What follows belongs to an exercise in optimizing a design on an open flow for small area, a short achievable clock period and few clock cycles; a production flow would make more cautious choices. Only simulation tests tie the RTL to the original design; equivalence was not proved.

$ cat config.mk
export PLATFORM = sky130hd
export DESIGN_NAME = leg_mix
export DESIGN_NICKNAME = leg_mix
export VERILOG_FILES = /design/flow/design.v
export SDC_FILE = /design/flow/constraint.sdc
export NUM_CORES = 4
export LEC_CHECK = 0
export CAP_MARGIN = 20
export CORE_MARGIN = 2
export CORE_UTILIZATION = 40
export SLEW_MARGIN = 20
export SYNTH_MEMORY_MAX_BITS = 16384
$ cat constraint.sdc
create_clock -name core_clock -period 15.0 [get_ports {clk}]
set_input_delay 3.0000 -clock core_clock [delete_from_list [all_inputs] [get_ports {clk}]]
set_output_delay 3.0000 -clock core_clock [all_outputs]
set_load 0.01 [all_outputs]
$ cat design.v
module leg_mix (
    input  wire         clk,
    input  wire         rst,
    input  wire         in_valid,
    output wire         in_ready,
    input  wire [4:0]   in_k,          
    input  wire [7:0]   in_outgain,    
    input  wire         in_out16,      
    input  wire [127:0] in_gain,       
    input  wire [31:0]  in_fade,       
    input  wire [511:0] in_mix,        
    output reg          out_valid,
    output reg  [23:0]  out_sample
);
    localparam integer QD = 8;           
    localparam [31:0] F_ONE  = 32'h3f800000,
                      F_075  = 32'h3f400000,
                      F_M075 = 32'hbf400000;
    reg [1:0]   g_cnt;
    reg [64:0]  gb0, gb1;
    wire        g_pop;
    wire        g_push;
    reg         ib_full;
    reg         ib_first;
    reg [15:0]  ib_mask;       
    reg [4:0]   k_r;
    reg [7:0]   og_r;
    reg         o16_r;
    reg [127:0] gain_r;
    reg [31:0]  fade_r;
    reg [511:0] mix_r;
    wire        stall;
    reg  [7:0]  sel_code;
    reg  [1:0]  sel_fade;
    reg  [31:0] sel_mix;
    reg         d2_v, d2_last;
    wire [15:0] sel      = ib_mask & (~ib_mask + 16'd1);
    wire        ib_last  = ((ib_mask & ~sel) == 16'd0);
    wire        sel_fading = (sel_fade != 2'd0);
    wire [1:0]  g_cnt_nx = g_cnt + {1'b0, g_push} - {1'b0, g_pop};
    wire        a_go     = ~stall & ~(sel_fading & g_cnt_nx[1]);
    wire        a_take   = ib_full & a_go;
    assign in_ready = ~ib_full | (ib_last & a_go);
    wire        accept   = in_valid & in_ready;
    reg  [15:0] in_act;
    integer s;
    always @(*)
        for (s = 0; s < 16; s = s + 1)
            in_act[s] = (in_gain[8*s +: 8] != 8'd0) && (in_fade[2*s +: 2] != 2'd3);
    always @(*) begin
        sel_code = 8'd0;
        sel_fade = 2'd0;
        sel_mix  = 32'd0;
        for (s = 0; s < 16; s = s + 1) begin
            sel_code = sel_code | (gain_r[8*s +: 8] & {8{sel[s]}});
            sel_fade = sel_fade | (fade_r[2*s +: 2] & {2{sel[s]}});
            sel_mix  = sel_mix  | (mix_r[32*s +: 32] & {32{sel[s]}});
        end
    end
    wire [31:0] sel_lin;
    wire [31:0] w_in, w_out;
    lm_gain_rom   u_gain_rom (.code(sel_code), .lin(sel_lin));
    lm_weight_rom u_w_rom    (.k(k_r), .w_in(w_in), .w_out(w_out));
    always @(posedge clk) begin
        if (rst) begin
            ib_full <= 1'b0;
        end else if (accept) begin
            ib_full <= 1'b1;
        end else if (a_take && ib_last) begin
            ib_full <= 1'b0;
        end
        if (accept) begin
            ib_first <= 1'b1;
            ib_mask  <= in_act;
            k_r      <= in_k;
            og_r     <= in_outgain;
            o16_r    <= in_out16;
            gain_r   <= in_gain;
            fade_r   <= in_fade;
            mix_r    <= in_mix;
        end else if (a_take) begin
            ib_first <= 1'b0;
            ib_mask  <= ib_mask & ~sel;
        end
    end
    reg         a_v, a_first, a_last, a_fading, a_o16;
    reg [7:0]   a_og;
    reg [31:0]  a_lin, a_w, a_mix;
    always @(posedge clk) begin
        if (rst)
            a_v <= 1'b0;
        else if (!stall)
            a_v <= a_take;
        if (!stall) begin
            a_first  <= ib_first;
            a_last   <= ib_last;
            a_fading <= a_take & sel_fading;
            a_lin    <= sel_lin;
            a_w      <= (sel_fade == 2'd1) ? w_in : w_out;
            a_mix    <= sel_mix;       
            a_og     <= og_r;
            a_o16    <= o16_r;
        end
    end
    wire [31:0] c_gw_m;
    wire        mx_fade = a_v & a_fading;
    assign      g_pop   = ~mx_fade & (g_cnt != 2'd0);
    lm_fmul2 u_mx (.clk(clk), .en(~stall), .a(mx_fade ? a_lin : gb0[31:0]),
                   .b(mx_fade ? a_w : gb0[63:32]), .y(c_gw_m));
    reg         c1_v, c1_first, c1_last, c1_fading, c1_o16;
    reg [7:0]   c1_og;
    reg [31:0]  c1_lin, c1_mix;
    reg         c2_v, c2_first, c2_last, c2_fading, c2_o16;
    reg [7:0]   c2_og;
    reg [31:0]  c2_lin, c2_mix;
    always @(posedge clk) begin
        if (rst) begin
            c1_v <= 1'b0;
            c2_v <= 1'b0;
        end else if (!stall) begin
            c1_v <= a_v;
            c2_v <= c1_v;
        end
        if (!stall) begin
            c1_first <= a_first;  c1_last <= a_last;  c1_fading <= a_fading;
            c1_o16   <= a_o16;    c1_og   <= a_og;    c1_lin    <= a_lin;
            c1_mix   <= a_mix;
            c2_first <= c1_first; c2_last <= c1_last; c2_fading <= c1_fading;
            c2_o16   <= c1_o16;   c2_og   <= c1_og;   c2_lin    <= c1_lin;
            c2_mix   <= c1_mix;
        end
    end
    wire [31:0] c2_gw = c2_fading ? c_gw_m : c2_lin;
    wire [31:0] d_p;
    lm_fmul2 u_m1 (.clk(clk), .en(~stall), .a(c2_gw), .b(c2_mix), .y(d_p));
    reg         d1_v, d1_first, d1_last, d1_o16;
    reg [7:0]   d1_og;
    reg         d2_first, d2_o16;
    reg [7:0]   d2_og;
    always @(posedge clk) begin
        if (rst) begin
            d1_v <= 1'b0;
            d2_v <= 1'b0;
        end else if (!stall) begin
            d1_v <= c2_v;
            d2_v <= d1_v;
        end
        if (!stall) begin
            d1_first <= c2_first; d1_last <= c2_last; d1_o16 <= c2_o16; d1_og <= c2_og;
            d2_first <= d1_first; d2_last <= d1_last; d2_o16 <= d1_o16; d2_og <= d1_og;
        end
    end
    reg  [31:0] acc;
    wire [31:0] sum;
    lm_fadd u_acc (.a(acc), .b(d_p), .y(sum));
    wire [31:0] acc_next = d2_first ? ((d_p[30:23] == 8'd0) ? 32'd0 : d_p) : sum;
    wire [31:0] og_lin;
    lm_gain_rom u_og_rom (.code(d2_og), .lin(og_lin));
    assign g_push = d2_v & d2_last;
    wire [64:0] g_new = {d2_o16, og_lin, acc_next};
    always @(posedge clk) begin
        if (rst)
            g_cnt <= 2'd0;
        else if (!stall)
            g_cnt <= g_cnt_nx;
        if (!stall) begin
            if (d2_v)
                acc <= acc_next;
            if (g_pop)
                gb0 <= (g_cnt == 2'd2) ? gb1 : g_new;
            else if (g_cnt == 2'd0)
                gb0 <= g_new;
            if ((g_cnt == 2'd2) || (g_cnt == 2'd1 && !g_pop))
                gb1 <= g_new;
        end
    end
    wire [31:0] g_y = c_gw_m;
    reg         g1_v, g1_o16, g2_v, g2_o16;
    always @(posedge clk) begin
        if (rst) begin
            g1_v <= 1'b0;
            g2_v <= 1'b0;
        end else if (!stall) begin
            g1_v <= g_pop;
            g2_v <= g1_v;
        end
        if (!stall) begin
            g1_o16 <= gb0[64];
            g2_o16 <= g1_o16;
        end
    end
    reg [32:0]  q_mem [0:QD-1];
    localparam integer QW = 3;               
    reg [QW-1:0] q_wp, q_rp;
    reg [QW:0]   q_n;
    wire        q_full  = (q_n == QD);
    wire        q_empty = (q_n == 0);
    wire        q_pop;
    assign stall = g2_v & q_full;
    wire        q_push = g2_v & ~q_full;
    wire [32:0] q_head = q_mem[q_rp];
    always @(posedge clk) begin
        if (rst) begin
            q_wp <= 0;
            q_rp <= 0;
            q_n  <= 0;
        end else begin
            if (q_push)
                q_wp <= (q_wp == QD - 1) ? 0 : q_wp + 1'b1;
            if (q_pop)
                q_rp <= (q_rp == QD - 1) ? 0 : q_rp + 1'b1;
            q_n <= q_n + q_push - q_pop;
        end
        if (q_push)
            q_mem[q_wp] <= {g2_o16, g_y};
    end
    localparam integer DIV_R = 4;
    localparam integer DIV_C = (25 + DIV_R - 1) / DIV_R;
    localparam [2:0] T_IDLE = 3'd0, T_D = 3'd1, T_S = 3'd2, T_DIV = 3'd3, T_Z = 3'd4;
    reg  [2:0]  t_st;
    reg  [3:0]  t_cnt;
    reg  [31:0] t_u;           
    reg  [31:0] t_d;           
    wire [31:0] hy     = q_head[31:0];
    wire [31:0] hy_abs = {1'b0, hy[30:0]};
    wire        h_clip = (hy_abs > F_075);
    wire [31:0] ta_y;
    lm_fadd u_tadd (.a((t_st == T_D) ? F_ONE : hy_abs), .b((t_st == T_D) ? t_u : F_M075),
                    .y(ta_y));
    wire [31:0] div_y;
    lm_fdiv #(.R(DIV_R)) u_div (.clk(clk), .start(t_st == T_S), .a(t_u), .b(t_d), .y(div_y));
    wire [30:0] z_abs;
    lm_zadd u_zadd (.v(div_y[30:0]), .z(z_abs));
    reg         f_v, f_o16;
    reg  [31:0] f_val;
    assign q_pop = (t_st == T_IDLE && !q_empty && !h_clip) || (t_st == T_Z);
    always @(posedge clk) begin
        if (rst) begin
            t_st <= T_IDLE;
            f_v  <= 1'b0;
        end else begin
            f_v <= q_pop;
            case (t_st)
                T_IDLE: if (!q_empty && h_clip) t_st <= T_D;
                T_D:    t_st <= T_S;
                T_S:    t_st <= T_DIV;
                T_DIV:  if (t_cnt == DIV_C - 1) t_st <= T_Z;
                default: t_st <= T_IDLE;
            endcase
        end
        t_cnt <= (t_st == T_DIV) ? t_cnt + 4'd1 : 4'd0;
        if (t_st == T_IDLE)
            t_u <= {ta_y[31], ta_y[30:23] + 8'd2, ta_y[22:0]};    
        if (t_st == T_D)
            t_d <= ta_y;
        f_o16 <= q_head[32];
        f_val <= (t_st == T_Z) ? {hy[31], z_abs} : hy;
    end
    reg  [31:0] fin;
    reg  [24:0] ival;
    reg  [24:0] sval;
    reg  [8:0]  rsh;
    reg  [23:0] mant;
    reg  [49:0] ext;
    always @(*) begin
        fin  = f_val;
        mant = {1'b1, fin[22:0]};
        rsh  = 9'd150 - (f_o16 ? 9'd15 : 9'd23) - {1'b0, fin[30:23]};
        ext  = {mant, 26'd0} >> rsh[4:0];
        if (fin[30:23] == 8'd0 || rsh > 9'd25)
            ival = 25'd0;
        else
            ival = {1'b0, ext[49:26]}
                 + {24'd0, ext[25] & ((ext[24:0] != 25'd0) || ext[26])};
        if (f_o16) begin
            if (ival > 25'd32767 && !fin[31])
                ival = 25'd32767;
        end else begin
            if (ival > 25'd8388607 && !fin[31])
                ival = 25'd8388607;
        end
        sval = fin[31] ? (25'd0 - ival) : ival;
    end
    always @(posedge clk) begin
        if (rst)
            out_valid <= 1'b0;
        else
            out_valid <= f_v;
        out_sample <= sval[23:0];
    end
endmodule
module lm_add #(parameter W = 28) (
    input  wire [W-1:0] a,
    input  wire [W-1:0] b,
    input  wire         cin,
    output reg  [W-1:0] s,
    output reg          cout
);
    reg [W:0] p0, g, p, gn, pn;
    integer i, d;
    always @(*) begin
        g  = {a, cin} & {b, cin};
        p0 = {a, cin} ^ {b, cin};
        p  = p0;
        for (d = 1; d < W + 1; d = d * 2) begin
            gn = g;
            pn = p;
            for (i = d; i < W + 1; i = i + 1) begin
                gn[i] = g[i] | (p[i] & g[i-d]);
                pn[i] = p[i] & p[i-d];
            end
            g = gn;
            p = pn;
        end
        s    = p0[W:1] ^ g[W-1:0];
        cout = g[W];
    end
endmodule
module lm_mul24 (
    input  wire [23:0] a,
    input  wire [23:0] b,
    output wire [47:0] p
);
    wire [26:0]  bx = {2'b00, b, 1'b0};
    wire [12:0]  neg;
    wire [623:0] rows;           
    genvar j;
    generate
        for (j = 0; j < 13; j = j + 1) begin : g_pp
            wire [2:0]  dg  = bx[2*j +: 3];
            wire        one = dg[0] ^ dg[1];
            wire        two = (dg == 3'b011) | (dg == 3'b100);
            wire [24:0] sel = ({25{one}} & {1'b0, a}) | ({25{two}} & {a, 1'b0});
            assign neg[j] = dg[2];
            wire [25:0] r26 = {~neg[j], sel ^ {25{neg[j]}}};
            if (j == 0) begin : g0
                assign rows[47:0] = {22'd0, r26};
            end else begin : gj
                wire [49:0] wide = {24'd0, r26, 1'b0, neg[j-1]} << (2 * j - 2);
                assign rows[48*j +: 48] = wide[47:0];
            end
        end
    endgenerate
    localparam [47:0] OFFS = 48'h000002000000 + 48'h000008000000 + 48'h000020000000
                           + 48'h000080000000 + 48'h000200000000 + 48'h000800000000
                           + 48'h002000000000 + 48'h008000000000 + 48'h020000000000
                           + 48'h080000000000 + 48'h200000000000 + 48'h800000000000;
    localparam [47:0] KCON = 48'd0 - OFFS;
    wire [47:0] r13 = KCON;
    function [95:0] csa;
        input [47:0] x, y, z;
        begin
            csa[47:0]  = x ^ y ^ z;
            csa[95:48] = ((x & y) | (x & z) | (y & z)) << 1;
        end
    endfunction
    wire [47:0] r0  = rows[0*48 +: 48],  r1  = rows[1*48 +: 48],  r2  = rows[2*48 +: 48];
    wire [47:0] r3  = rows[3*48 +: 48],  r4  = rows[4*48 +: 48],  r5  = rows[5*48 +: 48];
    wire [47:0] r6  = rows[6*48 +: 48],  r7  = rows[7*48 +: 48],  r8  = rows[8*48 +: 48];
    wire [47:0] r9  = rows[9*48 +: 48],  r10 = rows[10*48 +: 48], r11 = rows[11*48 +: 48];
    wire [47:0] r12 = rows[12*48 +: 48];
    wire [95:0] l1a = csa(r0, r1, r2);
    wire [95:0] l1b = csa(r3, r4, r5);
    wire [95:0] l1c = csa(r6, r7, r8);
    wire [95:0] l1d = csa(r9, r10, r11);
    wire [95:0] l2a = csa(l1a[47:0], l1a[95:48], l1b[47:0]);
    wire [95:0] l2b = csa(l1b[95:48], l1c[47:0], l1c[95:48]);
    wire [95:0] l2c = csa(l1d[47:0], l1d[95:48], r12);
    wire [95:0] l3a = csa(l2a[47:0], l2a[95:48], l2b[47:0]);
    wire [95:0] l3b = csa(l2b[95:48], l2c[47:0], l2c[95:48]);
    wire [95:0] l4a = csa(l3a[47:0], l3a[95:48], l3b[47:0]);
    wire [95:0] l5a = csa(l4a[47:0], l4a[95:48], l3b[95:48]);
    wire [95:0] l6a = csa(l5a[47:0], l5a[95:48], r13);
    wire        p_co;
    lm_add #(48) u_fa (.a(l6a[47:0]), .b(l6a[95:48]), .cin(1'b0), .s(p), .cout(p_co));
endmodule
module lm_fmul2 (
    input  wire        clk,
    input  wire        en,
    input  wire [31:0] a,
    input  wire [31:0] b,
    output reg  [31:0] y
);
    wire [47:0] prod;
    lm_mul24 u_m (.a({1'b1, a[22:0]}), .b({1'b1, b[22:0]}), .p(prod));
    reg  [47:0] p_r;
    reg  [8:0]  e_r;       
    reg         s_r;
    reg         z_r;
    always @(posedge clk) begin
        if (en) begin
            p_r <= prod;
            e_r <= {1'b0, a[30:23]} + {1'b0, b[30:23]} - 9'd127;
            s_r <= a[31] ^ b[31];
            z_r <= (a[30:23] == 8'd0) || (b[30:23] == 8'd0);
        end
    end
    reg  [22:0] frac;
    reg         guard;
    reg         sticky;
    reg  [8:0]  e;
    wire [23:0] rnd;
    lm_add #(23) u_ri (.a(frac), .b(23'd0), .cin(guard & (sticky | frac[0])), .s(rnd[22:0]), .cout(rnd[23]));
    always @(*) begin
        if (p_r[47]) begin
            frac   = p_r[46:24];
            guard  = p_r[23];
            sticky = |p_r[22:0];
            e      = e_r + 9'd1;
        end else begin
            frac   = p_r[45:23];
            guard  = p_r[22];
            sticky = |p_r[21:0];
            e      = e_r;
        end
    end
    wire [8:0] e_f = rnd[23] ? e + 9'd1 : e;
    always @(posedge clk) begin
        if (en)
            y <= z_r ? {s_r, 31'd0} : {s_r, e_f[7:0], rnd[22:0]};
    end
endmodule
module lm_lzc25 (
    input  wire [24:0] x,
    output wire [4:0]  n
);
    wire [31:0] v = {x, 7'h7f};
    reg  [15:0] z1; reg [15:0] c1;
    reg  [7:0]  z2; reg [15:0] c2;
    reg  [3:0]  z3; reg [11:0] c3;
    reg  [1:0]  z4; reg [7:0]  c4;
    reg         z5; reg [4:0]  c5;
    integer i;
    always @(*) begin
        for (i = 0; i < 16; i = i + 1) begin
            z1[i] = ~v[31-2*i] & ~v[30-2*i];
            c1[i] = ~v[31-2*i];
        end
        for (i = 0; i < 8; i = i + 1) begin
            z2[i]       = z1[2*i] & z1[2*i+1];
            c2[2*i +: 2] = z1[2*i] ? {1'b1, c1[2*i+1]} : {1'b0, c1[2*i]};
        end
        for (i = 0; i < 4; i = i + 1) begin
            z3[i]        = z2[2*i] & z2[2*i+1];
            c3[3*i +: 3] = z2[2*i] ? {1'b1, c2[4*i+2 +: 2]} : {1'b0, c2[4*i +: 2]};
        end
        for (i = 0; i < 2; i = i + 1) begin
            z4[i]        = z3[2*i] & z3[2*i+1];
            c4[4*i +: 4] = z3[2*i] ? {1'b1, c3[6*i+3 +: 3]} : {1'b0, c3[6*i +: 3]};
        end
        c5 = z4[0] ? {1'b1, c4[7:4]} : {1'b0, c4[3:0]};
    end
    assign n = c5;
endmodule
module lm_fadd (
    input  wire [31:0] a,
    input  wire [31:0] b,
    output reg  [31:0] y
);
    wire        sa = a[31];
    wire        sb = b[31];
    wire [7:0]  ea = a[30:23];
    wire [7:0]  eb = b[30:23];
    wire        za = (ea == 8'd0);
    wire        zb = (eb == 8'd0);
    wire [23:0] ma = {1'b1, a[22:0]};
    wire [23:0] mb = {1'b1, b[22:0]};
    wire        sub = sa ^ sb;
    wire [8:0]  dab;
    wire [7:0]  dba;
    lm_add #(9) u_dab (.a({1'b0, ea}), .b(~{1'b0, eb}), .cin(1'b1), .s(dab), .cout());
    lm_add #(8) u_dba (.a(eb), .b(~ea), .cin(1'b1), .s(dba), .cout());
    wire        a_ge = ~dab[8];
    wire [23:0] mbig = a_ge ? ma : mb;
    wire [23:0] msml = a_ge ? mb : ma;
    wire [7:0]  ebig = a_ge ? ea : eb;
    wire        sbig = a_ge ? sa : sb;
    wire        d0   = (ea == eb);
    wire        d1   = (dab[7:0] == 8'd1) | (dba == 8'd1);
    wire        near = sub & (d0 | d1);
    reg  [26:0] sha, shb;      
    reg         sta, stb;
    always @(*) begin
        if (dba >= 8'd27) begin
            sha = 27'd0;
            sta = 1'b1;
        end else begin
            sha = {ma, 3'b000} >> dba[4:0];
            sta = |({ma, 3'b000} & ((27'd1 << dba[4:0]) - 27'd1));
        end
        if (dab[7:0] >= 8'd27) begin
            shb = 27'd0;
            stb = 1'b1;
        end else begin
            shb = {mb, 3'b000} >> dab[4:0];
            stb = |({mb, 3'b000} & ((27'd1 << dab[4:0]) - 27'd1));
        end
    end
    wire [26:0] sh = a_ge ? {shb[26:1], shb[0] | stb} : {sha[26:1], sha[0] | sta};
    wire [27:0] fsum;
    lm_add #(28) u_fs (.a({1'b0, mbig, 3'b000}), .b({1'b0, sh} ^ {28{sub}}), .cin(sub),
                       .s(fsum), .cout());
    reg  [26:0] fnorm;
    reg  [1:0]  fsel;      
    always @(*) begin
        if (fsum[27]) begin
            fnorm = {fsum[27:2], fsum[1] | fsum[0]};
            fsel  = 2'd2;
        end else if (fsum[26]) begin
            fnorm = fsum[26:0];
            fsel  = 2'd1;
        end else begin
            fnorm = {fsum[25:0], 1'b0};
            fsel  = 2'd0;
        end
    end
    wire [23:0] frnd;
    wire        fco;
    lm_add #(24) u_fr (.a(fnorm[26:3]), .b(24'd0),
                       .cin(fnorm[2] & (fnorm[1] | fnorm[0] | fnorm[3])), .s(frnd), .cout(fco));
    wire [7:0]  ebm1 = ebig - 8'd1;
    wire [7:0]  ebp1 = ebig + 8'd1;
    wire [7:0]  ebp2 = ebig + 8'd2;
    reg  [7:0]  fe;
    always @(*) begin
        case ({fsel, fco})
            3'b000:  fe = ebm1;
            3'b001:  fe = ebig;
            3'b010:  fe = ebig;
            3'b011:  fe = ebp1;
            3'b100:  fe = ebp1;
            default: fe = ebp2;
        endcase
    end
    wire [31:0] far_y = {sbig, fe, frnd[22:0]};
    wire [24:0] nx  = d0 ? {ma, 1'b0} : {mbig, 1'b0};
    wire [24:0] ny  = d0 ? {mb, 1'b0} : {1'b0, msml};
    wire [24:0] dxy, dyx;
    wire        cxy;
    lm_add #(25) u_nxy (.a(nx), .b(~ny), .cin(1'b1), .s(dxy), .cout(cxy));
    lm_add #(25) u_nyx (.a(ny), .b(~nx), .cin(1'b1), .s(dyx), .cout());
    wire        nneg = ~cxy;
    wire [24:0] nd  = nneg ? dyx : dxy;
    wire        nsgn = d0 ? (nneg ? sb : sa) : sbig;
    wire        nzero = (nd == 25'd0);
    wire [4:0]  lz;
    lm_lzc25 u_lz (.x(nd), .n(lz));
    wire [24:0] nnorm = nd << lz;
    wire [23:0] nr0;
    wire        nco;
    lm_add #(24) u_nr (.a(nd[24:1]), .b(24'd0), .cin(nd[0] & nd[1]), .s(nr0), .cout(nco));
    wire        nl0 = nd[24];                  
    wire [7:0]  eblz;
    lm_add #(8) u_elz (.a(ebig), .b(~{3'd0, lz}), .cin(1'b1), .s(eblz), .cout());
    wire [7:0]  ne  = nl0 ? (nco ? ebp1 : ebig) : eblz;
    wire [22:0] nm  = nl0 ? nr0[22:0] : nnorm[23:1];
    wire [31:0] near_y = nzero ? 32'd0 : {nsgn, ne, nm};
    always @(*) begin
        if (za && zb)
            y = {sa & sb, 31'd0};
        else if (za)
            y = b;
        else if (zb)
            y = a;
        else if (near)
            y = near_y;
        else
            y = far_y;
    end
endmodule
module lm_fdiv #(parameter R = 6) (
    input  wire        clk,
    input  wire        start,
    input  wire [31:0] a,
    input  wire [31:0] b,
    output wire [31:0] y
);
    localparam integer C = (25 + R - 1) / R;    
    localparam integer Q = C * R;               
    localparam integer S = R / 2;               
    reg [25:0]  rem;       
    reg [23:0]  dv;
    reg [25:0]  dv3;       
    reg [Q-1:0] q;
    reg [9:0]   e;
    wire [23:0] ma = {1'b1, a[22:0]};
    wire [23:0] mb = {1'b1, b[22:0]};
    wire        lt = ma < mb;
    wire [25:0] xs   [0:S];      
    wire [2*S-1:0] qb;
    assign xs[0] = rem;
    genvar k;
    generate
        for (k = 0; k < S; k = k + 1) begin : g_st
            wire [26:0] x = {xs[k], 1'b0};
            wire [26:0] t1, t2, t3;
            wire        c1, c2, c3;
            lm_add #(27) u_s1 (.a(x), .b(~{3'd0, dv}),       .cin(1'b1), .s(t1), .cout(c1));
            lm_add #(27) u_s2 (.a(x), .b(~{2'd0, dv, 1'b0}), .cin(1'b1), .s(t2), .cout(c2));
            lm_add #(27) u_s3 (.a(x), .b(~{1'b0, dv3}),      .cin(1'b1), .s(t3), .cout(c3));
            wire [26:0] r = c3 ? t3 : c2 ? t2 : c1 ? t1 : x;
            assign qb[2*S-1-2*k -: 2] = {c2, c3 | (c1 & ~c2)};
            assign xs[k+1] = {r[24:0], 1'b0};
        end
    endgenerate
    wire [25:0] rem_nx = xs[S];
    wire        g   = q[Q-25];
    wire        stk = (rem != 26'd0) || ((Q > 25) ? (|(q & ((1 << (Q - 25)) - 1))) : 1'b0);
    wire [24:0] rnd;
    lm_add #(24) u_r (.a(q[Q-1:Q-24]), .b(24'd0), .cin(g & (stk | q[Q-24])), .s(rnd[23:0]),
                      .cout(rnd[24]));
    wire [9:0]  ef  = rnd[24] ? e + 10'd1 : e;
    assign y = {1'b0, ef[7:0], rnd[22:0]};
    always @(posedge clk) begin
        if (start) begin
            dv  <= mb;
            dv3 <= {2'b00, mb} + {1'b0, mb, 1'b0};
            rem <= lt ? {1'b0, ma, 1'b0} : {2'b00, ma};
            e   <= {2'b00, a[30:23]} - {2'b00, b[30:23]} + 10'd127 - (lt ? 10'd1 : 10'd0);
        end else begin
            q   <= {q[Q-1-R:0], qb};
            rem <= rem_nx;
        end
    end
endmodule
module lm_zadd (
    input  wire [30:0] v,
    output wire [30:0] z
);
    wire [7:0]  sd = 8'd128 - v[30:23];        
    reg  [26:0] sh;
    reg         st;
    always @(*) begin
        if (sd >= 8'd27) begin
            sh = 27'd0;
            st = 1'b1;
        end else begin
            sh = {1'b1, v[22:0], 3'b000} >> sd[4:0];
            st = |({1'b1, v[22:0], 3'b000} & ((27'd1 << sd[4:0]) - 27'd1));
        end
        sh[0] = sh[0] | st;
    end
    wire [27:0] sum = {4'b0110, 24'd0} + {1'b0, sh};
    wire [26:0] nrm = sum[27] ? {sum[27:2], sum[1] | sum[0]} : sum[26:0];
    wire [23:0] rnd;
    wire        co;
    lm_add #(24) u_r (.a(nrm[26:3]), .b(24'd0), .cin(nrm[2] & (nrm[1] | nrm[0] | nrm[3])),
                      .s(rnd), .cout(co));
    wire [7:0]  e = (sum[27] | co) ? 8'd127 : 8'd126;
    assign z = {e, rnd[22:0]};
endmodule
module lm_gain_rom (
    input  wire [7:0]  code,
    output reg  [31:0] lin
);
    always @(*) begin
        case (code)
            8'h00: lin = 32'h00000000;
            8'h01: lin = 32'h3a2f33cd;
            8'h02: lin = 32'h3a399570;
            8'h03: lin = 32'h3a44948c;
            8'h04: lin = 32'h3a503a77;
            8'h05: lin = 32'h3a5c9112;
            8'h06: lin = 32'h3a69a2d7;
            8'h07: lin = 32'h3a777ada;
            8'h08: lin = 32'h3a83126f;
            8'h09: lin = 32'h3a8ad6a8;
            8'h0a: lin = 32'h3a9310b1;
            8'h0b: lin = 32'h3a9bc784;
            8'h0c: lin = 32'h3aa50287;
            8'h0d: lin = 32'h3aaec98e;
            8'h0e: lin = 32'h3ab924e5;
            8'h0f: lin = 32'h3ac41d56;
            8'h10: lin = 32'h3acfbc31;
            8'h11: lin = 32'h3adc0b51;
            8'h12: lin = 32'h3ae91528;
            8'h13: lin = 32'h3af6e4c6;
            8'h14: lin = 32'h3b02c2f2;
            8'h15: lin = 32'h3b0a8276;
            8'h16: lin = 32'h3b12b782;
            8'h17: lin = 32'h3b1b690d;
            8'h18: lin = 32'h3b249e76;
            8'h19: lin = 32'h3b2e5f8f;
            8'h1a: lin = 32'h3b38b49f;
            8'h1b: lin = 32'h3b43a669;
            8'h1c: lin = 32'h3b4f3e37;
            8'h1d: lin = 32'h3b5b85e0;
            8'h1e: lin = 32'h3b6887cf;
            8'h1f: lin = 32'h3b764f0e;
            8'h20: lin = 32'h3b8273a6;
            8'h21: lin = 32'h3b8a2e77;
            8'h22: lin = 32'h3b925e89;
            8'h23: lin = 32'h3b9b0ace;
            8'h24: lin = 32'h3ba43aa2;
            8'h25: lin = 32'h3badf5d1;
            8'h26: lin = 32'h3bb8449c;
            8'h27: lin = 32'h3bc32fc3;
            8'h28: lin = 32'h3bcec08a;
            8'h29: lin = 32'h3bdb00c0;
            8'h2a: lin = 32'h3be7facc;
            8'h2b: lin = 32'h3bf5b9b0;
            8'h2c: lin = 32'h3c02248a;
            8'h2d: lin = 32'h3c09daac;
            8'h2e: lin = 32'h3c1205c6;
            8'h2f: lin = 32'h3c1aacc8;
            8'h30: lin = 32'h3c23d70a;
            8'h31: lin = 32'h3c2d8c52;
            8'h32: lin = 32'h3c37d4dd;
            8'h33: lin = 32'h3c42b965;
            8'h34: lin = 32'h3c4e4329;
            8'h35: lin = 32'h3c5a7bf1;
            8'h36: lin = 32'h3c676e1e;
            8'h37: lin = 32'h3c7524ac;
            8'h38: lin = 32'h3c81d59f;
            8'h39: lin = 32'h3c898712;
            8'h3a: lin = 32'h3c91ad39;
            8'h3b: lin = 32'h3c9a4efc;
            8'h3c: lin = 32'h3ca373af;
            8'h3d: lin = 32'h3cad2314;
            8'h3e: lin = 32'h3cb76563;
            8'h3f: lin = 32'h3cc24350;
            8'h40: lin = 32'h3ccdc614;
            8'h41: lin = 32'h3cd9f773;
            8'h42: lin = 32'h3ce6e1c6;
            8'h43: lin = 32'h3cf49003;
            8'h44: lin = 32'h3d0186e2;
            8'h45: lin = 32'h3d0933ac;
            8'h46: lin = 32'h3d1154e1;
            8'h47: lin = 32'h3d19f169;
            8'h48: lin = 32'h3d231090;
            8'h49: lin = 32'h3d2cba15;
            8'h4a: lin = 32'h3d36f62b;
            8'h4b: lin = 32'h3d41cd81;
            8'h4c: lin = 32'h3d4d494a;
            8'h4d: lin = 32'h3d597345;
            8'h4e: lin = 32'h3d6655c3;
            8'h4f: lin = 32'h3d73fbb4;
            8'h50: lin = 32'h3d813856;
            8'h51: lin = 32'h3d88e078;
            8'h52: lin = 32'h3d90fcbf;
            8'h53: lin = 32'h3d99940e;
            8'h54: lin = 32'h3da2adad;
            8'h55: lin = 32'h3dac5156;
            8'h56: lin = 32'h3db68738;
            8'h57: lin = 32'h3dc157fb;
            8'h58: lin = 32'h3dcccccd;
            8'h59: lin = 32'h3dd8ef67;
            8'h5a: lin = 32'h3de5ca15;
            8'h5b: lin = 32'h3df367bf;
            8'h5c: lin = 32'h3e00e9f9;
            8'h5d: lin = 32'h3e088d77;
            8'h5e: lin = 32'h3e10a4d3;
            8'h5f: lin = 32'h3e1936ec;
            8'h60: lin = 32'h3e224b06;
            8'h61: lin = 32'h3e2be8d7;
            8'h62: lin = 32'h3e361887;
            8'h63: lin = 32'h3e40e2bb;
            8'h64: lin = 32'h3e4c509b;
            8'h65: lin = 32'h3e586bd9;
            8'h66: lin = 32'h3e653ebb;
            8'h67: lin = 32'h3e72d424;
            8'h68: lin = 32'h3e809bcc;
            8'h69: lin = 32'h3e883aa8;
            8'h6a: lin = 32'h3e904d1c;
            8'h6b: lin = 32'h3e98da02;
            8'h6c: lin = 32'h3ea1e89b;
            8'h6d: lin = 32'h3eab8097;
            8'h6e: lin = 32'h3eb5aa1a;
            8'h6f: lin = 32'h3ec06dc3;
            8'h70: lin = 32'h3ecbd4b4;
            8'h71: lin = 32'h3ed7e89b;
            8'h72: lin = 32'h3ee4b3b6;
            8'h73: lin = 32'h3ef240e2;
            8'h74: lin = 32'h3f004dce;
            8'h75: lin = 32'h3f07e80b;
            8'h76: lin = 32'h3f0ff59a;
            8'h77: lin = 32'h3f187d50;
            8'h78: lin = 32'h3f21866c;
            8'h79: lin = 32'h3f2b1896;
            8'h7a: lin = 32'h3f353bef;
            8'h7b: lin = 32'h3f3ff911;
            8'h7c: lin = 32'h3f4b5918;
            8'h7d: lin = 32'h3f5765ac;
            8'h7e: lin = 32'h3f642905;
            8'h7f: lin = 32'h3f71adf9;
            8'h80: lin = 32'h3f800000;
            8'h81: lin = 32'h3f8795a0;
            8'h82: lin = 32'h3f8f9e4d;
            8'h83: lin = 32'h3f9820d7;
            8'h84: lin = 32'h3fa12478;
            8'h85: lin = 32'h3faab0d5;
            8'h86: lin = 32'h3fb4ce08;
            8'h87: lin = 32'h3fbf84a6;
            8'h88: lin = 32'h3fcaddc8;
            8'h89: lin = 32'h3fd6e30d;
            8'h8a: lin = 32'h3fe39ea9;
            8'h8b: lin = 32'h3ff11b6a;
            8'h8c: lin = 32'h3fff64c1;
            8'h8d: lin = 32'h40074368;
            8'h8e: lin = 32'h400f4735;
            8'h8f: lin = 32'h4017c496;
            8'h90: lin = 32'h4020c2bf;
            8'h91: lin = 32'h402a4952;
            8'h92: lin = 32'h40346063;
            8'h93: lin = 32'h403f1082;
            8'h94: lin = 32'h404a62c2;
            8'h95: lin = 32'h405660bd;
            8'h96: lin = 32'h406314a0;
            8'h97: lin = 32'h40708933;
            8'h98: lin = 32'h407ec9e1;
            default: lin = 32'h00000000;
        endcase
    end
endmodule
module lm_weight_rom (
    input  wire [4:0]  k,
    output reg  [31:0] w_in,
    output reg  [31:0] w_out
);
    always @(*) begin
        case (k)
            5'd0: begin w_in = 32'h3d2aaaab; w_out = 32'h3f755555; end
            5'd1: begin w_in = 32'h3daaaaab; w_out = 32'h3f6aaaab; end
            5'd2: begin w_in = 32'h3e000000; w_out = 32'h3f600000; end
            5'd3: begin w_in = 32'h3e2aaaab; w_out = 32'h3f555555; end
            5'd4: begin w_in = 32'h3e555555; w_out = 32'h3f4aaaab; end
            5'd5: begin w_in = 32'h3e800000; w_out = 32'h3f400000; end
            5'd6: begin w_in = 32'h3e955555; w_out = 32'h3f355555; end
            5'd7: begin w_in = 32'h3eaaaaab; w_out = 32'h3f2aaaab; end
            5'd8: begin w_in = 32'h3ec00000; w_out = 32'h3f200000; end
            5'd9: begin w_in = 32'h3ed55555; w_out = 32'h3f155555; end
            5'd10: begin w_in = 32'h3eeaaaab; w_out = 32'h3f0aaaab; end
            5'd11: begin w_in = 32'h3f000000; w_out = 32'h3f000000; end
            5'd12: begin w_in = 32'h3f0aaaab; w_out = 32'h3eeaaaab; end
            5'd13: begin w_in = 32'h3f155555; w_out = 32'h3ed55555; end
            5'd14: begin w_in = 32'h3f200000; w_out = 32'h3ec00000; end
            5'd15: begin w_in = 32'h3f2aaaab; w_out = 32'h3eaaaaab; end
            5'd16: begin w_in = 32'h3f355555; w_out = 32'h3e955555; end
            5'd17: begin w_in = 32'h3f400000; w_out = 32'h3e800000; end
            5'd18: begin w_in = 32'h3f4aaaab; w_out = 32'h3e555555; end
            5'd19: begin w_in = 32'h3f555555; w_out = 32'h3e2aaaab; end
            5'd20: begin w_in = 32'h3f600000; w_out = 32'h3e000000; end
            5'd21: begin w_in = 32'h3f6aaaab; w_out = 32'h3daaaaab; end
            5'd22: begin w_in = 32'h3f755555; w_out = 32'h3d2aaaab; end
            5'd23: begin w_in = 32'h3f800000; w_out = 32'h00000000; end
            default: begin w_in = 32'h00000000; w_out = 32'h00000000; end
        endcase
    end
endmodule
$ cat run.sh
#!/bin/bash
# synth_recipe.tcl (not shown) runs the flow's synth.tcl, then flattens the netlist and writes it again
# the make line also repeats each setting of config.mk as NAME=value (left out here)
make -C /OpenROAD-flow-scripts/flow DESIGN_CONFIG=/design/flow/config.mk WORK_HOME=/design/flow/orfs CLKGATE_MAP_FILE= SYNTH_SCRIPT=/design/flow/synth_recipe.tcl finish
==> flow_metrics.tcl, run 1 <==
set metrics [dict create \
    hold_path_end "c1_mix[22]" \
    worstPathArrival_ns 14.13 \
    ant_nets 0 \
    detail_route.first_pass.iterations 6 \
    synth_area_sq_um 153400 \
    crit_path_start_kind "register" \
    drt_iter0_drc 14260 \
    clock_path_buffers 4 \
    use_met3_pct 4.450 \
    htreeDepth 4 \
    fin_worst_skew_ns 0.1333 \
    tightest_slew_ns 1.341 \
    grt_use_total_pct 28.48 \
    yosysMostFrequentCell "edfxtp_1" \
    synth_compound_area_share_pct 20.36 \
    place_ws_ns 1.938 \
    yosysSeqAreaShare_pct 35.40 \
    grt_pass1_wl_microns 845900 \
    finalWirelength_microns 571900 \
    met1_usage_pct 37.54 \
    io_pins 715 \
    vias 132000 \
    cts_made_buffers 213 \
    setup_tns_ns 0 \
    ys_types 129 \
    core_area_sq_um 382000 \
    placed_cell_area_sq_um 166200 \
    fin_nets 18680 \
    synthAdderAreaFrac_pct 13.90 \
    cap_violations 0 \
    required_ns 15.60 \
    routed_via_density 6.040 \
    yosys.area_share.simple_pct 13.06 \
    final_max_slew_viol_count 0 \
    dp_hpwl_microns 424900 \
    cp_max_fo 30 \
    clk_pin_slew_worst_paths_ns 0.06 \
    hold_buffers 0 \
    die_w_microns 623.4 \
    final_util_pct 45.40 \
    cpPeakStageDelay_ns 0.94 \
    outcome "no timing/DRC/antenna violations" \
    finalCritPeriodShare_pct 90.19 \
    cp_num_buf_inv 4 \
    syn_to_final_growth_pct 13.02 \
    routabilityCongestion 1.001 \
    rows 227 \
    drc 0 \
    holdCritStartpoint "a_mix[22]" \
    post-cts-setup-buffers 0 \
    synth_edf_count 1701 \
    tritoncts "done" \
    io_buffers 714 \
    grt_pass1_vias 127300 \
    worstSkewPairLatency_ns 0.97 \
    root_buffer "clkbuf_16" \
    initial_utilization_pct 40.17 \
    synth_area_leaders "edfxtp_1, ha_1, fa_1" \
    cts_resized 0 \
    fmax_ghz 0.07392 \
    setup_violations 0 \
    grt_max_degree 218 \
    overflow 0 \
    holdCritPathClass "register to register" \
    finalHoldViolCount 0 \
    synth_top_family_by_area "compound AO/OA/AOI/OAI gates" \
    cts.sinks 1863 \
    rsz0062_at_grt "no" \
    fin_crit_ns 13.53 \
    grtUsageMet2_pct 46.78 \
    avgSynthCellArea_sq_um 9.386 \
    maxSlewHeadroom_pct 10.59 \
    whs_path_depth 0 \
    cp_top_family "compound AO/OA/AOI/OAI gates" \
    top_usage_layer "met2" \
    ys_top_cells_by_count "edfxtp_1, nand2_1, inv_1, nor2_1, a21oi_1" \
    reg2regPathDepth 44 \
    ys.warnings.count 17 \
    layout_setup_ws_ns 1.471 \
    synth_seq_cells 1863 \
    stdcell_area_sq_um 173400 \
    r2r_slack_ns 1.47 \
    muxShareOfSynthArea_pct 5.285 \
    syn_inst 16350 \
    worst-setup-path-type "register to register" \
    post-synth-top-area-cell "edfxtp_1" \
    synth_fp_nets 18430 \
    drive_above_1_share_pct 7.535 \
    antenna_found_initial 41 \
    async_flop_share_pct 0 \
    dieArea_sq_um 388600 \
    crit_path_end_kind "register" \
    synth_top_cell_area_share_pct 33.29 \
    avgRoutedWirePerCell_microns 26.17 \
    synth-main-ff-cell "edfxtp_1" \
    chipHeight_microns 623.4 \
    worstReg2RegEnd "t_u[30]" \
    slowest_stage "dfxtp_2" \
    synth_xor_area_share_pct 6.323 \
]
==> registers in the layout, summed over array words and instances, names as in the netlist, 48 cells and up, named ones only <==
register,count
gain_r,128
gb0,62
gb1,62
mix_r,512
q_mem,264
u_m1.p_r,48
u_mx.p_r,48
==> cells in the final DEF (no fill, tap or decap), drive strengths merged, types with 99 or more instances in the layout <==
master,n
a211oi,144
a21o,234
a21oi,1101
a221oi,150
a22o,105
a22oi,631
a31oi,174
and2,99
buf,389
clkbuf,262
clkdlybuf4s50,713
clkinv,100
dfxtp,162
edfxtp,1701
fa,515
ha,877
inv,1204
mux2,199
mux2i,352
mux4,104
nand2,1654
nand3,286
nand4,177
nor2,1140
nor3,322
nor4,128
o211ai,170
o21a,109
o21ai,919
o22ai,148
xnor2,898
xor2,202
==> cells by family (layout without fill, tap and decap cells) <==
logic type               after synthesis  count (layout)
AND/OR/NAND/NOR                     4368            4368
multiplexers                         655             655
XOR/XNOR                            1102            1102
adder cells (fa/ha/maj)             1396            1396
other                                  1              36
flip-flops                          1863            1863
buffers and inverters               2275            2702
AO/OA/AOI/OAI                       4689            4689
==> metal layers <==
layer / wire (microns) / vias up
met5: 225 / -
met4: 25400 / 32
met3: 42340 / 1084
met2: 266300 / 5810
met1: 237600 / 64540
li1: - / 60520
==> worst max-delay path by stage <==
stage             start       to  slack, ns  cells after the start
2_1_floorplan    q_n[2]   acc[0]       0.21                      6
3_3_place_gp   register  t_u[30]       2.02                     46
3_5_place_dp   register  t_u[30]       1.94                     45
4_1_cts        register  t_u[30]       1.85                     45
5_1_grt        register  t_u[30]       0.70                     44
6_report       register  t_u[30]       1.47                     44
==> final cells by class <==
type,instances,area [sq um]
Fill cell,36540,208600
Tap cell,5038,6304
Clock buffer,262,5618
Sequential cell,1863,54330
Multi-Input combinational cell,12210,90940
Antenna cell,35,87.58
Inverter,1209,4564
Timing Repair Buffer,1102,10090
Clock inverter,129,1484
==> through the flow <==
step                      hold WS (ns)  instances
after floorplan                 0.3855      16350
after global placement          0.4000      21420
after detailed placement        0.4045      21420
after CTS                       0.4104      21810
after global routing            0.4170      21840
final                           0.4129      21850
Testbench counts, summed over its fixed seeds: cycles 14,927.
==> run 2: changes to the inputs <==
--- a/config.mk
+++ b/config.mk
@@ -9,4 +9,5 @@
 export CORE_MARGIN = 2
 export CORE_UTILIZATION = 40
+export SETUP_SLACK_MARGIN = 3
 export SLEW_MARGIN = 20
 export SYNTH_MEMORY_MAX_BITS = 16384
==> flow_metrics.tcl, run 2 <==
set metrics [dict create \
    initial_utilization_pct 40.17 \
    crit_path_start_kind "register" \
    cts_made_buffers 212 \
    cp_top_family "compound AO/OA/AOI/OAI gates" \
    crit_top_cell "a21o_1" \
    synth_edf_count 1701 \
    avgRoutedWirePerCell_microns 26.21 \
    cpPeakStageDelay_ns 0.49 \
    maxSlewHeadroom_pct 13.92 \
    grt_max_degree 190 \
    die_w_microns 623.4 \
    dp_hpwl_microns 426300 \
    setup_tns_ns 0 \
    drc 0 \
    required_ns 15.61 \
    largestRegisters "mix_r (512), q_mem (264), gain_r (128)" \
    top_register "mix_r" \
    slowest_stage "a222oi_1" \
    regArea_sq_um 54330 \
    synth_top_cell_area_share_pct 33.29 \
    ys_types 129 \
    root_buffer "clkbuf_16" \
    synth-main-ff-cell "edfxtp_1" \
    holdCritPathClass "register to register" \
    crit_path_end_kind "register" \
    nFillCells 36810 \
    antenna_found_initial 33 \
    drt_iter0_drc 14550 \
    synth_seq_cells 1863 \
    place_ws_ns 2.043 \
    syn_inst 16350 \
    cap_violations 0 \
    rows 227 \
    cts.sinks 1863 \
    finalCritPeriodShare_pct 76.57 \
    async_flop_share_pct 0 \
    multiInputGateArea_sq_um 91260 \
    largest_register_ffs 512 \
    layout_commonest_cell "edfxtp_1" \
    worst-setup-path-type "register to register" \
    detail_route.first_pass.iterations 9 \
    drive_above_1_share_pct 7.924 \
    htreeDepth 4 \
    worstSkewPairLatency_ns 0.97 \
    tightest_slew_ns 1.275 \
    instances_no_fill 21860 \
    grt_pass1_vias 127000 \
    grt_pass1_wl_microns 843200 \
    tritoncts "done" \
    clk_pin_slew_worst_paths_ns 0.06 \
    overflow 0 \
    setup_violations 0 \
    yosysMostFrequentCell "edfxtp_1" \
    finalHoldViolCount 0 \
    yosysSeqAreaShare_pct 35.40 \
    routabilityCongestion 0.9949 \
    core_area_sq_um 382000 \
    dieArea_sq_um 388600 \
    layout_setup_ws_ns 3.514 \
    fin_crit_ns 11.49 \
    fin_nets 18700 \
    post-synth-top-area-cell "edfxtp_1" \
    cp_num_buf_inv 5 \
    final_max_slew_viol_count 0 \
    chipHeight_microns 623.4 \
    routed_via_density 6.055 \
    synth_area_leaders "edfxtp_1, ha_1, fa_1" \
    fin_worst_skew_ns 0.09667 \
    ys.warnings.count 17 \
    outcome "no timing/DRC/antenna violations" \
    synth_area_sq_um 153400 \
    fmax_ghz 0.08706 \
    placed_cells 21430 \
    avgSynthCellArea_sq_um 9.386 \
    rsz0062_at_grt "yes" \
    grt_use_total_pct 28.40 \
    ant_nets 0 \
    ys_top_cells_by_count "edfxtp_1, nand2_1, inv_1, nor2_1, a21oi_1" \
    syn_to_final_growth_pct 13.22 \
    clock_path_buffers 4 \
    synth_fp_nets 18430 \
    cp_max_fo 24 \
    worstPathArrival_ns 12.09 \
    finalWirelength_microns 572700 \
    final_util_pct 45.48 \
    layout_common_cells "edfxtp_1, nand2_1, inv_1" \
    vias 132300 \
    io_buffers 714 \
    io_pins 715 \
]
-- run 2: cell counts after synthesis --
Identical to the previous run, type by type.
-- run 2: routing by layer --
layer	part of all wire [%]	wire [microns]	track usage, %	vias to the layer above
li1	-	-	-	60460
met1	42	238900	37.91	64700
met2	46	262700	45.87	6039
met3	8.1	46110	4.972	1109
met4	4.3	24780	10.86	28
met5	0.040	229	0	-
-- run 2: cell families after synthesis --
family	synth area share (%)
other cells	0.002444
fa+ha+maj	13.90
simple gates	13.06
mux	5.285
flops	35.40
buf+inv	5.673
compound gates	20.36
xor+xnor	6.323
-- run 2: stage by stage --
stage | hold slack (ns) | area (sq um)
CTS | 0.3990 | 173300
finish | 0.3805 | 173700
detailed placement | 0.3895 | 166200
global route | 0.4038 | 173700
floorplan | 0.3855 | 153500
global placement | 0.3873 | 166200
-- run 2: area by class of cell --
class                           count  area share (%)
Clock buffer                      260           3.169
Timing Repair Buffer             1120           5.918
Multi-Input combinational cell  12210           52.53
Tap cell                         5038           3.628
Timing Repair inverter              1        0.002881
Antenna cell                       20         0.02881
Clock inverter                    132          0.8145
Sequential cell                  1863           31.27
Inverter                         1209           2.636
-- run 2: path summary, 6_finish.rpt --
| kind | end | cells past startpoint | start | slack [ns] |
|---|---|---|---|---|
| min | c2_og[7] | 0 | c1_og[7] | 0.38 |
| min reg2reg | c2_og[7] | 0 | c1_og[7] | 0.38 |
| max | t_u[30] | 44 | register | 3.51 |
| max reg2reg | t_u[30] | 44 | register | 3.51 |
-- run 2: repair_timing --
action / in CTS / in global routing
endpoints found under the setup margin: 129 / 181
gates cloned: 0 / 2
endpoints found under the hold margin: 0 / 0
setup buffers: 2 / 12
pin swaps: 2 / 5
hold buffers: 0 / 0
resized for setup: 21 / 68
==> run 3: changes to the inputs <==
--- a/design.v
+++ b/design.v
@@ -199,5 +199,9 @@
     assign stall = g2_v & q_full;
     wire        q_push = g2_v & ~q_full;
-    wire [32:0] q_head = q_mem[q_rp];
+    wire [32:0] q_out  = q_mem[q_rp];
+    reg         hd_v;
+    reg  [32:0] q_head;
+    wire        t_done;
+    wire        hd_load = ~q_empty & (~hd_v | t_done);
     always @(posedge clk) begin
         if (rst) begin
@@ -217,7 +221,7 @@
     localparam integer DIV_R = 4;
     localparam integer DIV_C = (25 + DIV_R - 1) / DIV_R;
-    localparam [2:0] T_IDLE = 3'd0, T_D = 3'd1, T_S = 3'd2, T_DIV = 3'd3, T_Z = 3'd4;
-    reg  [2:0]  t_st;
-    reg  [3:0]  t_cnt;
+    localparam [1:0] P_IDLE = 2'd0, P_D = 2'd1, P_S = 2'd2;
+    reg  [1:0]  p_st;
+    reg         p_selD;        
     reg  [31:0] t_u;           
     reg  [31:0] t_d;           
@@ -226,34 +230,89 @@
     wire        h_clip = (hy_abs > F_075);
     wire [31:0] ta_y;
-    lm_fadd u_tadd (.a((t_st == T_D) ? F_ONE : hy_abs), .b((t_st == T_D) ? t_u : F_M075),
-                    .y(ta_y));
+    lm_fadd u_tadd (.a(p_selD ? F_ONE : hy_abs), .b(p_selD ? t_u : F_M075), .y(ta_y));
+    wire [25:0] dp_rem;
+    wire [23:0] dp_dv;
+    wire [25:0] dp_dv3;
+    wire [9:0]  dp_e;
+    lm_fdiv_prep u_dprep (.a(t_u), .b(t_d), .rem(dp_rem), .dv(dp_dv), .dv3(dp_dv3), .e(dp_e));
+    reg         s_v, s_clip, s_o16;
+    reg  [31:0] s_y;           
+    reg  [25:0] s_rem;
+    reg  [23:0] s_dv;
+    reg  [25:0] s_dv3;
+    reg  [9:0]  s_e;
+    localparam V_IDLE = 1'b0, V_DIV = 1'b1;
+    reg         v_st;
+    reg  [3:0]  v_cnt;
+    reg         v_sign, v_o16;
+    wire        v_last  = (v_st == V_DIV) && (v_cnt == DIV_C - 1);
+    reg         v_zout;    
+    wire        v_take  = s_v & (v_zout ? s_clip : (v_st == V_IDLE));
+    wire        s_free  = ~s_v | v_take;
+    wire        p_pass  = (p_st == P_IDLE) & hd_v & ~h_clip & s_free;
+    wire        p_send  = (p_st == P_S) & s_free;
+    assign t_done = p_pass | p_send;
+    assign q_pop  = hd_load;
+    wire        div_load = v_take & s_clip;
     wire [31:0] div_y;
-    lm_fdiv #(.R(DIV_R)) u_div (.clk(clk), .start(t_st == T_S), .a(t_u), .b(t_d), .y(div_y));
+    lm_fdiv #(.R(DIV_R)) u_div (.clk(clk), .load(div_load), .rem0(s_rem), .dv0(s_dv),
+                                .dv30(s_dv3), .e0(s_e), .y(div_y));
     wire [30:0] z_abs;
     lm_zadd u_zadd (.v(div_y[30:0]), .z(z_abs));
     reg         f_v, f_o16;
     reg  [31:0] f_val;
-    assign q_pop = (t_st == T_IDLE && !q_empty && !h_clip) || (t_st == T_Z);
     always @(posedge clk) begin
         if (rst) begin
-            t_st <= T_IDLE;
-            f_v  <= 1'b0;
+            p_st   <= P_IDLE;
+            p_selD <= 1'b0;
+            hd_v   <= 1'b0;
+            s_v    <= 1'b0;
+            v_st   <= V_IDLE;
+            v_zout <= 1'b0;
+            f_v    <= 1'b0;
         end else begin
-            f_v <= q_pop;
-            case (t_st)
-                T_IDLE: if (!q_empty && h_clip) t_st <= T_D;
-                T_D:    t_st <= T_S;
-                T_S:    t_st <= T_DIV;
-                T_DIV:  if (t_cnt == DIV_C - 1) t_st <= T_Z;
-                default: t_st <= T_IDLE;
+            if (hd_load)
+                hd_v <= 1'b1;
+            else if (t_done)
+                hd_v <= 1'b0;
+            p_selD <= (p_st == P_IDLE) & hd_v & h_clip;
+            case (p_st)
+                P_IDLE:  if (hd_v && h_clip) p_st <= P_D;
+                P_D:     p_st <= P_S;
+                default: if (s_free) p_st <= P_IDLE;
             endcase
-        end
-        t_cnt <= (t_st == T_DIV) ? t_cnt + 4'd1 : 4'd0;
-        if (t_st == T_IDLE)
+            if (t_done)
+                s_v <= 1'b1;
+            else if (v_take)
+                s_v <= 1'b0;
+            v_zout <= v_last;
+            if (div_load)
+                v_st <= V_DIV;
+            else if (v_last)
+                v_st <= V_IDLE;
+            f_v <= v_zout | (v_take & ~s_clip);
+        end
+        v_cnt <= (v_st == V_DIV && !div_load) ? v_cnt + 4'd1 : 4'd0;
+        if (hd_load)
+            q_head <= q_out;
+        if (p_st == P_IDLE)
             t_u <= {ta_y[31], ta_y[30:23] + 8'd2, ta_y[22:0]};    
-        if (t_st == T_D)
+        if (p_st == P_D)
             t_d <= ta_y;
-        f_o16 <= q_head[32];
-        f_val <= (t_st == T_Z) ? {hy[31], z_abs} : hy;
+        if (t_done) begin
+            s_clip <= p_send;
+            s_o16  <= q_head[32];
+            s_y    <= hy;
+            s_rem  <= dp_rem;
+            s_dv   <= dp_dv;
+            s_dv3  <= dp_dv3;
+            s_e    <= dp_e;
+        end
+        if (div_load) begin
+            v_sign <= s_y[31];
+            v_o16  <= s_o16;
+        end
+        f_o16 <= v_zout ? v_o16 : s_o16;
+        f_val <= v_zout ? {v_sign, z_abs} : s_y;
     end
     reg  [31:0] fin;
@@ -569,9 +628,27 @@
     end
 endmodule
-module lm_fdiv #(parameter R = 6) (
-    input  wire        clk,
-    input  wire        start,
+module lm_fdiv_prep (
     input  wire [31:0] a,
     input  wire [31:0] b,
+    output wire [25:0] rem,
+    output wire [23:0] dv,
+    output wire [25:0] dv3,
+    output wire [9:0]  e
+);
+    wire [23:0] ma = {1'b1, a[22:0]};
+    wire [23:0] mb = {1'b1, b[22:0]};
+    wire        lt = ma < mb;
+    assign dv  = mb;
+    assign dv3 = {2'b00, mb} + {1'b0, mb, 1'b0};
+    assign rem = lt ? {1'b0, ma, 1'b0} : {2'b00, ma};
+    assign e   = {2'b00, a[30:23]} - {2'b00, b[30:23]} + 10'd127 - (lt ? 10'd1 : 10'd0);
+endmodule
+module lm_fdiv #(parameter R = 4) (
+    input  wire        clk,
+    input  wire        load,
+    input  wire [25:0] rem0,
+    input  wire [23:0] dv0,
+    input  wire [25:0] dv30,
+    input  wire [9:0]  e0,
     output wire [31:0] y
 );
@@ -584,7 +661,4 @@
     reg [Q-1:0] q;
     reg [9:0]   e;
-    wire [23:0] ma = {1'b1, a[22:0]};
-    wire [23:0] mb = {1'b1, b[22:0]};
-    wire        lt = ma < mb;
     wire [25:0] xs   [0:S];      
     wire [2*S-1:0] qb;
@@ -604,5 +678,4 @@
         end
     endgenerate
-    wire [25:0] rem_nx = xs[S];
     wire        g   = q[Q-25];
     wire        stk = (rem != 26'd0) || ((Q > 25) ? (|(q & ((1 << (Q - 25)) - 1))) : 1'b0);
@@ -613,12 +686,12 @@
     assign y = {1'b0, ef[7:0], rnd[22:0]};
     always @(posedge clk) begin
-        if (start) begin
-            dv  <= mb;
-            dv3 <= {2'b00, mb} + {1'b0, mb, 1'b0};
-            rem <= lt ? {1'b0, ma, 1'b0} : {2'b00, ma};
-            e   <= {2'b00, a[30:23]} - {2'b00, b[30:23]} + 10'd127 - (lt ? 10'd1 : 10'd0);
+        if (load) begin
+            dv  <= dv0;
+            dv3 <= dv30;
+            rem <= rem0;
+            e   <= e0;
         end else begin
             q   <= {q[Q-1-R:0], qb};
-            rem <= rem_nx;
+            rem <= xs[S];
         end
     end
--- a/config.mk
+++ b/config.mk
@@ -9,5 +9,5 @@
 export CORE_MARGIN = 2
 export CORE_UTILIZATION = 40
-export SETUP_SLACK_MARGIN = 3
+export SETUP_SLACK_MARGIN = 5
 export SLEW_MARGIN = 20
 export SYNTH_MEMORY_MAX_BITS = 16384
==> flow_metrics.tcl, run 3 <==
set metrics [dict create \
    yosysMostFrequentCell "edfxtp_1" \
    drive_above_1_share_pct 9.179 \
    io_buffers 714 \
    r2r_start "u_div.dv3[0]" \
    holdCritPathClass "register to register" \
    crit_path_end_kind "register" \
    hold_buffers 0 \
    clock_path_buffers 4 \
    tightest_slew_ns 1.185 \
    layout_common_cells "edfxtp_1, nand2_1, nor2_1" \
    largest_register_ffs 512 \
    grt_use_total_pct 29.08 \
    setup_violations 0 \
    grt_pass1_vias 129700 \
    r2r_slack_ns 5.36 \
    finalHoldViolCount 0 \
    rsz0062_at_grt "no" \
    fin_worst_skew_ns 0.1160 \
    post-synth-top-area-cell "edfxtp_1" \
    grt_max_degree 173 \
    stdcell_area_sq_um 180600 \
    placed_cell_area_sq_um 171900 \
    antenna_found_initial 77 \
    rows 231 \
    fin_nets 18580 \
    synth_area_sq_um 159200 \
    place_ws_ns 3.457 \
    cp-startpoint "u_div.dv3[0]" \
    root_buffer "clkbuf_16" \
    avgRoutedWirePerCell_microns 27.82 \
    finalWirelength_microns 611400 \
    finalCritPeriodShare_pct 64.24 \
    ys_types 138 \
    crit_path_start_kind "register" \
    tritoncts "done" \
    cts.sinks 2014 \
    outcome "no timing/DRC/antenna violations" \
    reg2regPathDepth 40 \
    cts_made_buffers 224 \
    crit_end "u_div.rem[16]" \
    fin_crit_ns 9.636 \
    ys_top_cells_by_count "edfxtp_1, nand2_1, nor2_1, inv_1, a21oi_1" \
    worstPathArrival_ns 10.45 \
    synth_top_cell_area_share_pct 34.92 \
    drt_iter0_drc 17090 \
    syn_to_final_growth_pct 13.46 \
    cap_violations 0 \
    vias 135900 \
    routabilityCongestion 1.008 \
    clk_pin_slew_worst_paths_ns 0.06 \
    synth-main-ff-cell "edfxtp_1" \
    largestRegisters "mix_r (512), q_mem (264), gain_r (128)" \
    async_flop_share_pct 0 \
    io_pins 715 \
    synth_area_leaders "edfxtp_1, ha_1, fa_1" \
    core_area_sq_um 396000 \
    crit_top_cell "o21a_1" \
    dp_hpwl_microns 454400 \
    layout_commonest_cell "edfxtp_1" \
    final_max_slew_viol_count 0 \
    layout_setup_ws_ns 5.364 \
    overflow 0 \
    hold_ws_ns 0.3939 \
    dieArea_sq_um 403000 \
    required_ns 15.81 \
    avgSynthCellArea_sq_um 9.782 \
    setup_tns_ns 0 \
    synth_seq_cells 2014 \
    slowest_stage "o41ai_2" \
    cp_max_fo 40 \
    drc 0 \
    worst-setup-path-type "register to register" \
    chipHeight_microns 634.8 \
    worstSkewPairLatency_ns 1.02 \
    yosysSeqAreaShare_pct 36.97 \
    htreeDepth 4 \
    initial_utilization_pct 40.20 \
    worstReg2RegEnd "u_div.rem[16]" \
    die_w_microns 634.8 \
    routed_via_density 6.182 \
    maxSlewHeadroom_pct 20.18 \
    fmax_ghz 0.1038 \
    top_register "mix_r" \
    cpPeakStageDelay_ns 0.51 \
    synth_fp_nets 18350 \
    ys.warnings.count 17 \
    ant_nets 0 \
    grt_pass1_wl_microns 889100 \
    detail_route.first_pass.iterations 9 \
    synth_edf_count 1851 \
    syn_inst 16270 \
]
run 3: changes by cell type in the layout (fill, tap and decap cells not counted), moves of 62 or more:
cell	delta
edfxtp_1	+150
nand4_1	-80
mux4_2	+62
o21ai_0	-103
a221o_1	+117
a21oi_1	-95
mux2_2	+71
nand2_1	-290
inv_1	-63
nand3_1	+86
a22oi_1	-80
mux2i_1	-64
run 3: how the worst min path moves through the flow:
| stage | to | cells past startpoint | slack (ns) | startpoint |
|---|---|---|---|---|
| after floorplan | a_w[0] | 0 | 0.39 | w_out[0] |
| after global placement | a_w[0] | 0 | 0.39 | w_out[0] |
| after detailed placement | a_w[0] | 0 | 0.40 | w_out[0] |
| after CTS | u_div.dv[12] | 0 | 0.38 | s_dv[12] |
| after global routing | u_div.dv[12] | 0 | 0.40 | s_dv[12] |
| final | u_div.dv[12] | 0 | 0.39 | s_dv[12] |
run 3: worst max-delay path: cells and delay by family (launching register included):
| family | cells | cell delay (ns) |
|---|---|---|
| compound gates | 29 | 6.61 |
| buf+inv | 5 | 0.93 |
| simple gates | 4 | 0.84 |
| fa+ha+maj | 2 | 0.59 |
| flops | 1 | 0.49 |
run 3: per-layer routing:
metal	GRT usage, %	wire, microns	vias to the layer above
met2	45.96	276300	7018
met3	5.709	56620	1350
met1	39.23	251200	66710
li1	-	-	60760
met4	11.20	26870	42
met5	0	281	-
run 3: final cells by class:
cell class              count  area, sq um
diodes                     45        112.6
clock buffers             275         5911
clock inverters           141         1516
fillers                 37710       215400
inverters                1140         4354
multi-input cells       12010        92870
flip-flops and latches   2014        58860
well taps                5242         6559
repair buffers           1115        10410
run 3: kinds of logic (layout without fill, tap and decap cells):
| family | count (synthesis) | count (layout) | synth area share, % |
|---|---|---|---|
| adder cells (fa/ha/maj) | 1389 | 1389 | 13.34 |
| AND/OR/NAND/NOR | 4202 | 4205 | 12.26 |
| buffers and inverters | 2254 | 2671 | 5.456 |
| AO/OA/AOI/OAI | 4566 | 4566 | 19.68 |
| XOR/XNOR | 1117 | 1117 | 6.188 |
| multiplexers | 729 | 729 | 6.111 |
| flip-flops | 2014 | 2014 | 36.97 |
| other | 0 | 45 | 0 |
run 3: repair_timing:
item	4_1_cts	5_1_grt
pin swaps	3	13
gates cloned	2	4
setup buffers	6	32
gates resized for setup	53	152
setup endpoints to repair	137	134
run 3: metrics by stage:
stage | cells | util, %
global placement | 21470 | 43.39
global route | 21970 | 45.60
finish | 21980 | 45.61
detailed placement | 21470 | 43.40
floorplan | 16270 | -
CTS | 21900 | 45.34
Testbench counts of run 3, summed over its fixed seeds: cycles 14,030.

-- static timing again, ports no longer ideal --
No port has a modelled driver above. Below, the same layouts with a new extraction and two added sets of constraints.
Step 1 sets driving cells, clkbuf_16 on the clock port and buf_2 on the other inputs (assumed; they add their load-dependent delay and slew).
Step 2 also shifts input and output timing later by t, the mid clock arrival at the registers, as if the neighbouring blocks saw the same clock.
Three values: no drivers, after step 1, after step 2; two values: the first two.
run	t, ns	setup WS [ns]	latest minus earliest clock arrival (ns)
run 1	1.035	1.471 / 1.471 / 1.471	0.152 / 0.152
run 2	1.042	3.514 / 3.514 / 3.514	0.125 / 0.125
run 3	1.057	5.364 / 5.258 / 5.364	0.153 / 0.153
After both steps setup and hold are still met in every run listed.
